This design comes from an exercise in tuning for small area, a short achievable clock period and few clock cycles per item on the open sky130 flow, not from production work. The RTL was checked by simulation tests, not by an equivalence proof against the original design. No activity file was given, so power comes from the tool's default toggle rates.

==> flow/design.v (excerpt) <==
module cobbler_xu (
    input  wire        clk,
    input  wire        rst,
    input  wire        in_valid,
    output wire        in_ready,
    input  wire [31:0] in_insn,
    input  wire [31:0] in_pc,
    input  wire [31:0] in_a,
    input  wire [31:0] in_b,
    output wire        out_valid,
    input  wire        out_ready,
    output wire [31:0] out_result,
    output wire        out_wen,
    output wire [3:0]  out_rd,
    output wire [31:0] out_npc,
    output wire        out_trap,
    output wire [3:0]  out_cause,
    output wire [31:0] out_eaddr
);
    integer i;
    wire [5:0]  i_op    = in_insn[31:26];
    wire [13:0] i_fn    = in_insn[13:0];
    wire [4:0]  i_f     = i_fn[4:0];
    wire        i_fok   = (i_fn[13:5] == 9'd0);
    wire        i_alu   = (i_op == 6'h00);
    wire        i_rb0   = (in_insn[17:14] == 4'd0);
    wire i_add   = i_alu && i_fok && i_f == 5'd0;
  ...
For scale: roughly 5100 cells after synthesis, about 260 flip-flops, roughly 240 I/O pins, ~35000 um2 of cells after synthesis.
Settings: LEC_CHECK=0, ABC_AREA=1, CAP_MARGIN=20, CORE_MARGIN=2, CORE_UTILIZATION=50, PLACE_DENSITY=0.7, SETUP_SLACK_MARGIN=5, SLEW_MARGIN=20; clock period 12.0 ns.
standard.sh (not shown) runs the stock make flow with config.mk's settings and CLKGATE_MAP_FILE= SYNTH_SCRIPT=/design/flow/synth_recipe.tcl, a recipe that flattens the netlist after the stock synthesis.
==> flow/flow/run.sh <==
#!/bin/bash
# The standard layout, with the port buffers that global placement adds
# taken as the smallest plain buffer instead of a delay cell.
set -euo pipefail
bash standard.sh "BUFFER_PORTS_ARGS=-buffer_cell sky130_fd_sc_hd__buf_1" finish > standard.log 2>&1
The baseline ran to the end with no violations.
Testbench counts at the start, summed over its fixed seeds: cycles 33,851, items 24,000.
Change:
ABC_AREA = default   (was 1)
CAP_MARGIN = 10   (was 20)
CORE_UTILIZATION = 30   (was 50)
PLACE_DENSITY = default   (was 0.7)
SLEW_MARGIN = 10   (was 20)
Outcome: Core utilization shrinks by 21 points. Wire length increases by a few percent. Worst setup slack barely changes.


Another version of the RTL of cobbler_xu (not shown whole).
For scale: about 260 flip-flops, about 0.035 sq mm of cells after synthesis.
==> flow/config.mk <==
export PLATFORM = sky130hd
export DESIGN_NAME = cobbler_xu
export DESIGN_NICKNAME = cobbler_xu
export VERILOG_FILES = /design/flow/design.v
export SDC_FILE = /design/flow/constraint.sdc
export NUM_CORES = 4
export LEC_CHECK = 0
export ABC_AREA = 1
export CAP_MARGIN = 30
export CORE_MARGIN = 2
export CORE_UTILIZATION = 50
export PLACE_DENSITY = 0.7
export SETUP_SLACK_MARGIN = 5
export SLEW_MARGIN = 30
==> flow/constraint.sdc <==
create_clock -name core_clock -period 12.0 [get_ports {clk}]
set_input_delay 2.4000 -clock core_clock [delete_from_list [all_inputs] [get_ports {clk}]]
set_output_delay 2.4000 -clock core_clock [all_outputs]
set_load 0.01 [all_outputs]
Scripts as last shown in full above: flow/flow/run.sh
The first run went through all stages and came out clean.
Testbench counts at the start, summed over its fixed seeds: cycles 33,851, items 24,000.
==> next run, changes <==
Settings changed: ABC_AREA 1 to default, CAP_MARGIN 30 to 10, CTS_BUF_LIST from default to sky130_fd_sc_hd__clkbuf_8, SLEW_MARGIN 30 to 10.
Power goes down slightly.
Non-clock buffer count grows by 42.
Utilization goes up by 0.78 points.
Via count drops by a little under a tenth.
Worst setup slack is better by 0.011 ns.
Routed wire length fell by a few percent.
First-iteration DRC count goes down by about a fifth.
Cell count shrinks by about a fifth.


Setup of the previous run:
cobbler_xu with an RTL version that a note above also has.
Size in the first run: about 4300 cells after synthesis, roughly 260 flip-flops, ~240 I/O pins, ~0.036 sq mm of cells after synthesis.
Design cobbler_xu, start of the top module:
module cobbler_xu (
    input  wire        clk,
    input  wire        rst,
    input  wire        in_valid,
    output wire        in_ready,
    input  wire [31:0] in_insn,
    input  wire [31:0] in_pc,
    input  wire [31:0] in_a,
    input  wire [31:0] in_b,
    output wire        out_valid,
    input  wire        out_ready,
    output wire [31:0] out_result,
    output wire        out_wen,
    output wire [3:0]  out_rd,
    output wire [31:0] out_npc,
    output wire        out_trap,
    output wire [3:0]  out_cause,
    output wire [31:0] out_eaddr
);
    integer i;
    wire [5:0]  i_op    = in_insn[31:26];
    wire [13:0] i_fn    = in_insn[13:0];
    wire [4:0]  i_f     = i_fn[4:0];
    wire        i_fok   = (i_fn[13:5] == 9'd0);
    wire        i_alu   = (i_op == 6'h00);
    wire        i_rb0   = (in_insn[17:14] == 4'd0);
    wire i_add   = i_alu && i_fok && i_f == 5'd0;
    wire i_sub   = i_alu && i_fok && i_f == 5'd1;
    wire i_and   = i_alu && i_fok && i_f == 5'd2;
    wire i_or    = i_alu && i_fok && i_f == 5'd3;
    wire i_xor   = i_alu && i_fok && i_f == 5'd4;
    wire i_shl   = i_alu && i_fok && i_f == 5'd5;
    wire i_shr   = i_alu && i_fok && i_f == 5'd6;
    wire i_sra   = i_alu && i_fok && i_f == 5'd7;
    wire i_slt   = i_alu && i_fok && i_f == 5'd8;
    wire i_sltu  = i_alu && i_fok && i_f == 5'd9;
    wire i_mul   = i_alu && i_fok && i_f == 5'd10;
    wire i_mulhu = i_alu && i_fok && i_f == 5'd11;
    wire i_mulhs = i_alu && i_fok && i_f == 5'd12;
    wire i_divu  = i_alu && i_fok && i_f == 5'd13;
    wire i_remu  = i_alu && i_fok && i_f == 5'd14;
    wire i_min   = i_alu && i_fok && i_f == 5'd15;
    wire i_max   = i_alu && i_fok && i_f == 5'd16;
    wire i_clz   = i_alu && i_fok && i_f == 5'd17;
    wire i_popc  = i_alu && i_fok && i_f == 5'd18;
    wire i_bswp  = i_alu && i_fok && i_f == 5'd19;
    wire i_addi  = (i_op == 6'h01);
    wire i_andi  = (i_op == 6'h02);
    wire i_ori   = (i_op == 6'h03);
    wire i_xori  = (i_op == 6'h04);
    wire i_slti  = (i_op == 6'h05);
    wire i_shfti = (i_op == 6'h06);
    wire i_lui   = (i_op == 6'h07);
    wire i_br    = (i_op[5:3] == 3'b010) && (i_op[2:1] != 2'b11);
    wire i_jal   = (i_op == 6'h16);
    wire i_jalr  = (i_op == 6'h17);
    wire [1:0] i_shk = in_insn[6:5];
    wire i_illegal =
  ...
Settings: LEC_CHECK=0, CAP_MARGIN=10, CORE_MARGIN=2, CORE_UTILIZATION=30, SETUP_SLACK_MARGIN=5, SLEW_MARGIN=10; clock period 12.0 ns.
run.sh (not shown) runs the stock make flow with config.mk's settings and CLKGATE_MAP_FILE= SYNTH_SCRIPT=/design/flow/synth_recipe.tcl, a recipe that flattens the netlist after the stock synthesis.
Stock flow here: none of the scripts above is used.
The previous run: all stages complete, timing, DRC and antenna checks passed
Testbench counts of the previous run, summed over its fixed seeds: cycles 33,851, items 24,000.
What the current run does differently from the previous run at the input level:
==> flow/flow/run.sh (new file) <==
#!/bin/bash
# The standard layout, with the port buffers that global placement adds
# taken as the smallest plain buffer instead of a delay cell.
set -euo pipefail
bash standard.sh "BUFFER_PORTS_ARGS=-buffer_cell sky130_fd_sc_hd__buf_1" finish > standard.log 2>&1
==> flow/standard.sh (new file) <==
#!/bin/bash
# synth_recipe.tcl (not shown) runs the flow's synth.tcl, then flattens the netlist and writes it again
# the make line also repeats each setting of config.mk as NAME=value (left out here)
make -C /OpenROAD-flow-scripts/flow DESIGN_CONFIG=/design/flow/config.mk WORK_HOME=/design/flow/orfs CLKGATE_MAP_FILE= SYNTH_SCRIPT=/design/flow/synth_recipe.tcl "${@:-finish}"
--- a/flow/config.mk
+++ b/flow/config.mk
@@ -7,0 +8 @@
+export ABC_AREA = 1
removed: flow/run.sh
Findings:
- No crash in the current run: every stage finished, but the layout fails its final checks due to max-capacitance violations, max-slew violations.
- In summary, the previous run completed successfully, with a layout that passed the timing, design-rule and antenna checks.
- A master of the slowest instance on the critical path of sky130_fd_sc_hd__nor4_1 is what the current run shows, while sky130_fd_sc_hd__xor2_1 belongs to the previous run.
- Diff the previous run -> the current run: share of cell area taken by multi-input logic gates -0.49 points, achievable frequency went up, final-report max-slew violation count picked up an extra 1, routed length on met3 decreased by about 7% relative to the old numbers, portion of total power attributed to sequential cells picked up an extra 0.7 points.

[what the ideal ports hide]
How much do the figures lean on ideal ports? The routed layouts below were timed once more, with nothing changed but the port constraints.
Step 1 sets driving cells, clkbuf_16 on the clock port and buf_2 on the other inputs (assumed; they add their load-dependent delay and slew).
Step 2 also shifts input and output timing later by t, the mid clock arrival at the registers, as if the neighbouring blocks saw the same clock.
Slacks: no drivers / after step 1 / after step 2; pairs: no drivers / after step 1.
run	t (ns)	setup WS [ns]	latest minus earliest clock arrival (ns)	slew at the worst register clock pin (ns)	pins driven straight from the clock port
the first run of note 1	0.627	5.065 / 5.065 / 4.986	0.035 / 0.035	0.06 / 0.06	1
the second run of note 1	0.688	5.064 / 5.064 / 4.915	0.019 / 0.018	0.08 / 0.08	1
the first run of note 2	0.712	4.916 / 4.916 / 4.891	0.049 / 0.049	0.08 / 0.08	1
the second run of note 2	0.750	4.927 / 4.927 / 4.815	0.059 / 0.059	0.09 / 0.09	1
the previous run	0.717	4.952 / 4.952 / 4.580	0.024 / 0.024	0.09 / 0.09	1
the current run	0.689	5.141 / 5.141 / 4.958	0.037 / 0.037	0.09 / 0.09	1
For the previous run, which loses most, drivers alone change the setup slack by 0.000 ns; drivers and shift together by -0.372 ns.
